Context: an optimization exercise on an open-source flow, tuned for small area and a short achievable clock period. The choices shown serve that exercise and are no tape-out recipe.
The RTL of this run was laid out without a check of its function.

### design/flow/config.mk
export PLATFORM = sky130hd
export DESIGN_NAME = ecc144_codec
export DESIGN_NICKNAME = ecc144_codec
export VERILOG_FILES = /design/flow/design.v
export SDC_FILE = /design/flow/constraint.sdc
export NUM_CORES = 4
export LEC_CHECK = 0
export CAP_MARGIN = 20
export CORE_MARGIN = 2
export CORE_UTILIZATION = 40
export SLEW_MARGIN = 20
### design/flow/constraint.sdc
create_clock -name core_clock -period 7.5 [get_ports {clk}]
set_input_delay 1.5000 -clock core_clock [delete_from_list [all_inputs] [get_ports {clk}]]
set_output_delay 1.5000 -clock core_clock [all_outputs]
set_load 0.01 [all_outputs]
### design/flow/design.v
module ecc144_syndrome (
    input  wire [127:0] data,
    input  wire [15:0]  check,
    output reg  [15:0]  syn
);
    function [3:0] gf_mul(input [3:0] x, input [3:0] y);
        reg [6:0] r;
        integer i;
        begin
            r = 7'd0;
            for (i = 0; i < 4; i = i + 1)
                if (y[i]) r = r ^ ({3'd0, x} << i);
            for (i = 6; i >= 4; i = i - 1)
                if (r[i]) r = r ^ (7'h13 << (i - 4));
            gf_mul = r[3:0];
        end
    endfunction
    function [3:0] col_a(input integer p);
        begin
            if (p < 16)       col_a = p[3:0];
            else if (p < 32)  col_a = p[3:0];           
            else              col_a = {3'd0, p[0]};     
        end
    endfunction
    function [3:0] col_b(input integer p);
        begin
            if (p < 16)       col_b = 4'h2;
            else if (p < 32)  col_b = 4'h3;
            else              col_b = {3'd0, p[1]};     
        end
    endfunction
    function [3:0] col_q(input [3:0] a, input [3:0] b);
        begin
            col_q = gf_mul(a, a) ^ gf_mul(a, b) ^ gf_mul(4'h8, gf_mul(b, b));
        end
    endfunction
    wire [143:0] word = {check, data};
    integer p;
    reg [3:0] v;
    always @* begin
        syn = 16'd0;
        for (p = 0; p < 36; p = p + 1) begin
            v = word[4*p +: 4];
            syn[3:0]   = syn[3:0]   ^ v;
            syn[7:4]   = syn[7:4]   ^ gf_mul(v, col_a(p));
            syn[11:8]  = syn[11:8]  ^ gf_mul(v, col_b(p));
            syn[15:12] = syn[15:12] ^ gf_mul(v, col_q(col_a(p), col_b(p)));
        end
    end
endmodule
module ecc144_encoder (
    input  wire [127:0] data,
    output wire [15:0]  check
);
    wire [15:0] d;
    ecc144_syndrome u_syn (.data(data), .check(16'd0), .syn(d));
    wire [3:0] d0 = d[3:0];
    wire [3:0] d1 = d[7:4];
    wire [3:0] d2 = d[11:8];
    wire [3:0] d3 = d[15:12];
    wire [3:0] d2_x8 = {d2[0] ^ d2[3], d2[3] ^ d2[2], d2[2] ^ d2[1], d2[1]};
    wire [3:0] c1 = d3 ^ d2_x8;
    wire [3:0] c3 = d1 ^ c1;
    wire [3:0] c2 = d2 ^ c3;
    wire [3:0] c0 = d0 ^ c1 ^ c2 ^ c3;
    assign check = {c3, c2, c1, c0};
endmodule
module ecc144_decoder (
    input  wire [127:0] data,
    input  wire [15:0]  check,
    output reg  [127:0] data_out,
    output reg  [15:0]  check_out,
    output reg  [1:0]   status,
    output reg  [5:0]   sym,
    output reg  [3:0]   err
);
    function [3:0] gf_mul(input [3:0] x, input [3:0] y);
        reg [6:0] r;
        integer i;
        begin
            r = 7'd0;
            for (i = 0; i < 4; i = i + 1)
                if (y[i]) r = r ^ ({3'd0, x} << i);
            for (i = 6; i >= 4; i = i - 1)
                if (r[i]) r = r ^ (7'h13 << (i - 4));
            gf_mul = r[3:0];
        end
    endfunction
    function [3:0] gf_inv(input [3:0] x);
        begin
            case (x)
                4'h1: gf_inv = 4'h1;  4'h2: gf_inv = 4'h9;
                4'h3: gf_inv = 4'hE;  4'h4: gf_inv = 4'hD;
                4'h5: gf_inv = 4'hB;  4'h6: gf_inv = 4'h7;
                4'h7: gf_inv = 4'h6;  4'h8: gf_inv = 4'hF;
                4'h9: gf_inv = 4'h2;  4'hA: gf_inv = 4'hC;
                4'hB: gf_inv = 4'h5;  4'hC: gf_inv = 4'hA;
                4'hD: gf_inv = 4'h4;  4'hE: gf_inv = 4'h3;
                4'hF: gf_inv = 4'h8;  default: gf_inv = 4'h0;
            endcase
        end
    endfunction
    wire [15:0] s;
    ecc144_syndrome u_syn (.data(data), .check(check), .syn(s));
    wire [3:0] s0 = s[3:0];
    wire [3:0] s1 = s[7:4];
    wire [3:0] s2 = s[11:8];
    wire [3:0] s3 = s[15:12];
    wire [3:0] inv0 = gf_inv(s0);
    wire [3:0] a    = gf_mul(s1, inv0);
    wire [3:0] b    = gf_mul(s2, inv0);
    wire [3:0] q    = gf_mul(s3, inv0);
    wire [3:0] qab  = gf_mul(a, a) ^ gf_mul(a, b) ^ gf_mul(4'h8, gf_mul(b, b));
    reg        pos_ok;
    reg [5:0]  pos;
    always @* begin
        pos_ok = 1'b1;
        pos    = 6'd0;
        case (b)
            4'h2: pos = {2'b00, a};
            4'h3: pos = {2'b01, a};
            4'h0: if (a == 4'h0) pos = 6'd32;
                  else if (a == 4'h1) pos = 6'd33;
                  else pos_ok = 1'b0;
            4'h1: if (a == 4'h0) pos = 6'd34;
                  else if (a == 4'h1) pos = 6'd35;
                  else pos_ok = 1'b0;
            default: pos_ok = 1'b0;
        endcase
    end
    wire syn_zero    = (s == 16'd0);
    wire correctable = (s0 != 4'h0) && pos_ok && (q == qab);
    integer k;
    always @* begin
        data_out  = data;
        check_out = check;
        sym       = 6'd0;
        err       = 4'h0;
        if (syn_zero) begin
            status = 2'd0;
        end else if (correctable) begin
            status = 2'd1;
            sym    = pos;
            err    = s0;
            for (k = 0; k < 32; k = k + 1)
                if (pos == k) data_out[4*k +: 4] = data[4*k +: 4] ^ s0;
            for (k = 0; k < 4; k = k + 1)
                if (pos == 32 + k) check_out[4*k +: 4] = check[4*k +: 4] ^ s0;
        end else begin
            status = 2'd2;
        end
    end
endmodule
module ecc144_codec (
    input  wire         clk,
    input  wire         rst,
    input  wire         in_valid,
    input  wire         in_op,         
    input  wire [2:0]   in_src,
    input  wire [127:0] in_data,
    input  wire [15:0]  in_check,
    output reg          out_valid,
    output reg  [127:0] out_data,
    output reg  [15:0]  out_check,
    output reg  [1:0]   out_status,
    output reg  [5:0]   out_sym,
    output reg  [3:0]   out_err,
    output reg  [15:0]  corr_cnt,
    output reg  [15:0]  uncorr_cnt,
    output reg  [2:0]   last_src,
    output reg  [5:0]   last_sym,
    output reg  [3:0]   last_err
);
    localparam [1:0] ST_OK = 2'd0, ST_CORR = 2'd1, ST_UNCORR = 2'd2;
    localparam [15:0] CNT_MAX = 16'hFFFE;
    reg         s1_valid;
    reg         s1_op;
    reg [2:0]   s1_src;
    reg [127:0] s1_data;
    reg [15:0]  s1_check;
    always @(posedge clk) begin
        if (rst) s1_valid <= 1'b0;
        else     s1_valid <= in_valid;
        s1_op    <= in_op;
        s1_src   <= in_src;
        s1_data  <= in_data;
        s1_check <= in_check;
    end
    wire [15:0]  enc_check;
    wire [127:0] dec_data;
    wire [15:0]  dec_check;
    wire [1:0]   dec_status;
    wire [5:0]   dec_sym;
    wire [3:0]   dec_err;
    ecc144_encoder u_enc (.data(s1_data), .check(enc_check));
    ecc144_decoder u_dec (
        .data(s1_data), .check(s1_check),
        .data_out(dec_data), .check_out(dec_check),
        .status(dec_status), .sym(dec_sym), .err(dec_err)
    );
    reg [2:0] out_src;
    always @(posedge clk) begin
        if (rst) out_valid <= 1'b0;
        else     out_valid <= s1_valid;
        out_src <= s1_src;
        if (s1_op) begin
            out_data   <= dec_data;
            out_check  <= dec_check;
            out_status <= dec_status;
            out_sym    <= dec_sym;
            out_err    <= dec_err;
        end else begin
            out_data   <= s1_data;
            out_check  <= enc_check;
            out_status <= ST_OK;
            out_sym    <= 6'd0;
            out_err    <= 4'h0;
        end
    end
    always @(posedge clk) begin
        if (rst) begin
            corr_cnt   <= 16'd0;
            uncorr_cnt <= 16'd0;
            last_src   <= 3'd0;
            last_sym   <= 6'd0;
            last_err   <= 4'h0;
        end else if (out_valid) begin
            if (out_status == ST_CORR) begin
                if (corr_cnt != CNT_MAX) corr_cnt <= corr_cnt + 16'd1;
                last_src <= out_src;
                last_sym <= out_sym;
                last_err <= out_err;
            end
            if (out_status == ST_UNCORR && uncorr_cnt != CNT_MAX)
                uncorr_cnt <= uncorr_cnt + 16'd1;
        end
    end
endmodule
### design/flow/run.sh
#!/bin/bash
# synth_recipe.tcl (not shown) runs the flow's synth.tcl, then flattens the netlist and writes it again
# the make line also repeats each setting of config.mk as NAME=value (left out here)
make -C /OpenROAD-flow-scripts/flow DESIGN_CONFIG=/design/flow/config.mk WORK_HOME=/design/flow/orfs CLKGATE_MAP_FILE= SYNTH_SCRIPT=/design/flow/synth_recipe.tcl finish
==> results.txt <==
antenna diode count 0; worst-margin pin slew 1.085 ns; YS warnings 3; CTS tree built; first-pass GRT wire length 88.95 mm; Mapped Avg Cell Area 10.79 sq um; Distinct cells, synth 69; R2R Setup Slk 0.54 ns; Syn Nets 1780; Die X-Extent 212.9 um; wire per inst 23.77 um; post-CTS resize count 0; Max Freq 0.1436 GHz; Clock Pin Slew Worst Setup and Hold Paths 0.06 ns; clock skew 0.02301 ns; worst hold path type register to register; register area share after synthesis 0.4060; Worst Path Max Fanout 15; Yosys reg bits 354; ys flop type dfxtp_1; vias in the first global route 13130; Layout fillers 3810; fraction of layout cells with a size suffix above 1 0.1164; Post-route DRC 0; slew margin rel. 0.2715; clk sinks 354; core area 43080 sq um; total of max-cap violations 0; gr ovfl total 0; 1st-iter DRT viols 1123; worst-skew pair later-pin latency 0.56 ns; Mapped Area 17460 sq um; Root Driver clkbuf_16; number of routed nets with antenna violations 0; CP startpoint kind register; drt total wl 62.72 mm; number of synthesized flops with an enable pin 0; I/O Buffers 352; die area 45330 sq um; drt via density 4.981; setup TNS 0 ns; status no timing/DRC/antenna violations; TritonCTS Buffers 39; Crit. End Element register; RSZ-0062 raised after global routing no; Final Net Count 2187; Setup Crit Path Kind register to register; placed wire-length estimate 50.74 mm; crit-path cells xnor3_1 -> xnor3_1 -> xnor3_1 -> xnor2_2 -> xor2_2 -> xnor2_2 -> inv_4 -> ha_1 -> inv_1 -> mux2i_2 -> mux2_2 -> or3_1 -> a31oi_1 -> xor2_1 -> a21oi_1 -> xnor2_1 -> xnor3_1 -> or3_1 -> a211o_2 -> buf_12 -> nor3_2 -> xor2_1; most common cell after layout, fill and taps aside xnor2_1; period utilisation layout 0.9284; largest net degree at the start of global routing 63; Area Overhead vs Synth 34.33%; I/O Pins 353; initial antenna violation count 1; Synth Instances 1618; Initial Util 0.4052; Max Root-Sink Buffers 3; Total GRT Usage 0.2741; Hold Fails Final Rpt 0; CTS Hold Bufs 0; Crit path top cell by count xnor3_1; gpl congestion 0.9408; CP required 7.97 ns; Slew Viols, Final 0; CP max stage cell or3_1; CP peak stage delay 0.52 ns; post-placement cell count 2569; Final min period 6.963 ns; postcts setup bufs 0; Rows 76; Worst EP arrival 7.43 ns; Die Y-Extent 212.9 um; CTS H-tree depth 2; Initial DRT Pass Iterations 5; final setup vio count 0; Post-synth ARST share 0; Via Count 13140; final std cells w/o fill 2638; most frequent cells in the layout 354 x xnor2_1, 353 x dfxtp_1, 352 x clkdlybuf4s50_1
worst max-delay path: cells and delay by family (launching register included):
family	cells	cell delay [ns]
buffers and inverters	3	0.48
adders and majority gates	1	0.24
and+or+nand+nor	3	1.11
DFF	1	0.45
xor gates and xnor gates	10	3.22
muxes	2	0.48
AOI/OAI and AO/OA	3	0.84
state kept, by name (all words and copies together) (netlist names), 2 cells and up:
name	count
s1_check	16
last_sym	6
out_src	3
uncorr_cnt	16
out_status	2
out_check	16
last_err	4
out_err	4
out_sym	6
s1_src	3
out_data	128
s1_data	128
corr_cnt	16
last_src	3
logic make-up (layout without fill, tap and decap cells):
group	count (synthesis)	after routing	synth area share
AND/OR/NAND/NOR	436	436	0.1335
buffers and inverters	103	538	0.02595
multiplexers	29	29	0.01957
XOR/XNOR	596	596	0.3729
AO/OA/AOI/OAI	89	89	0.03419
flip-flops	354	354	0.4060
adder cells (fa/ha/maj)	11	11	0.007885
synth_stat cells, drive strengths merged (4+ instances only):
library cell	instances	area share
o21ai	13	0.0037
and2	4	0.0014
mux2i	23	0.015
buf	27	0.0095
a21oi	33	0.0095
a2111oi	4	0.0032
nor2b	8	0.0029
mux2	6	0.0043
xnor3	75	0.097
nand2b	5	0.0018
nor2	109	0.024
inv	17	0.0038
nand2	71	0.015
nand4	80	0.029
nor3	70	0.028
or4	4	0.0017
nand3	32	0.0097
clkbuf	59	0.013
and3	9	0.0032
ha	11	0.0079
xnor2	364	0.19
a31oi	8	0.0029
a211oi	9	0.0039
or3	14	0.0050
or2	12	0.0043
xor2	149	0.077
nor4	8	0.0029
dfxtp	354	0.41
xor3	8	0.011
nand3b	5	0.0022
area by class of cell:
| type | count | area, sq um | share of cell area |
|---|---|---|---|
| clock inverters | 13 | 191.4 | 0.008164 |
| flip-flops and latches | 354 | 7088 | 0.3023 |
| clock buffers | 56 | 1151 | 0.04909 |
| well taps | 585 | 732.0 | 0.03122 |
| multi-input cells | 1161 | 9920 | 0.4231 |
| repair buffers | 452 | 4299 | 0.1834 |
| inverters | 17 | 66.31 | 0.002828 |
stage by stage:
stage / utilization / cell area [sq um] / hold slack (ns) / setup slack, ns
global placement: 0.5132 / 22110 / 0.3137 / 0.6434
CTS: 0.5443 / 23450 / 0.3278 / 0.5546
finish: 0.5443 / 23450 / 0.3227 / 0.5371
floorplan: - / 17460 / 0.3096 / 0.5207
global route: 0.5443 / 23450 / 0.3265 / 0.1271
detailed placement: 0.5132 / 22110 / 0.3158 / 0.5806
worst paths after layout:
kind | start | depth (start not counted) | endpoint
max reg2reg | s1_data[100] | 22 | out_data[110]
max | s1_data[100] | 22 | out_data[110]
min reg2reg | s1_src[1] | 0 | out_src[1]
min | s1_src[1] | 0 | out_src[1]
per-layer routing:
metal / GRT usage / wire, um / vias up
li1: - / - / 6224
met2: 0.4361 / 28100 / 502
met4: 0.07331 / 1347 / 2
met5: 0 / 17 / -
met3: 0.05177 / 4676 / 71
met1: 0.3810 / 28580 / 6342

[afterwards: timing with drivers on the ports]
Ports are ideal in the flow. The routed layout listed here was re-timed in OpenROAD.
Step 1 assumes that a clkbuf_16 drives the clock port and a buf_2 every other input.
Step 2 adds t to the input delays and takes it off the output delays; t is the mean of the earliest and latest rising clock arrival at the registers after step 1. Input paths then give back, and output paths get back, about the clock's delay inside the block.
Three values: ideal ports, drivers, drivers and shift; two values: the first two.
shift t [ns]: 0.603
setup WS [ns]: 0.537 / 0.537 / 0.537
worst setup path at the end: register to register
slew at the worst register clock pin (ns): 0.07 / 0.07
cell pins on the clock port's net: 1
After both steps setup and hold are still met in this run. For this run, drivers alone change the setup slack by 0.000 ns; drivers and shift together by 0.000 ns.
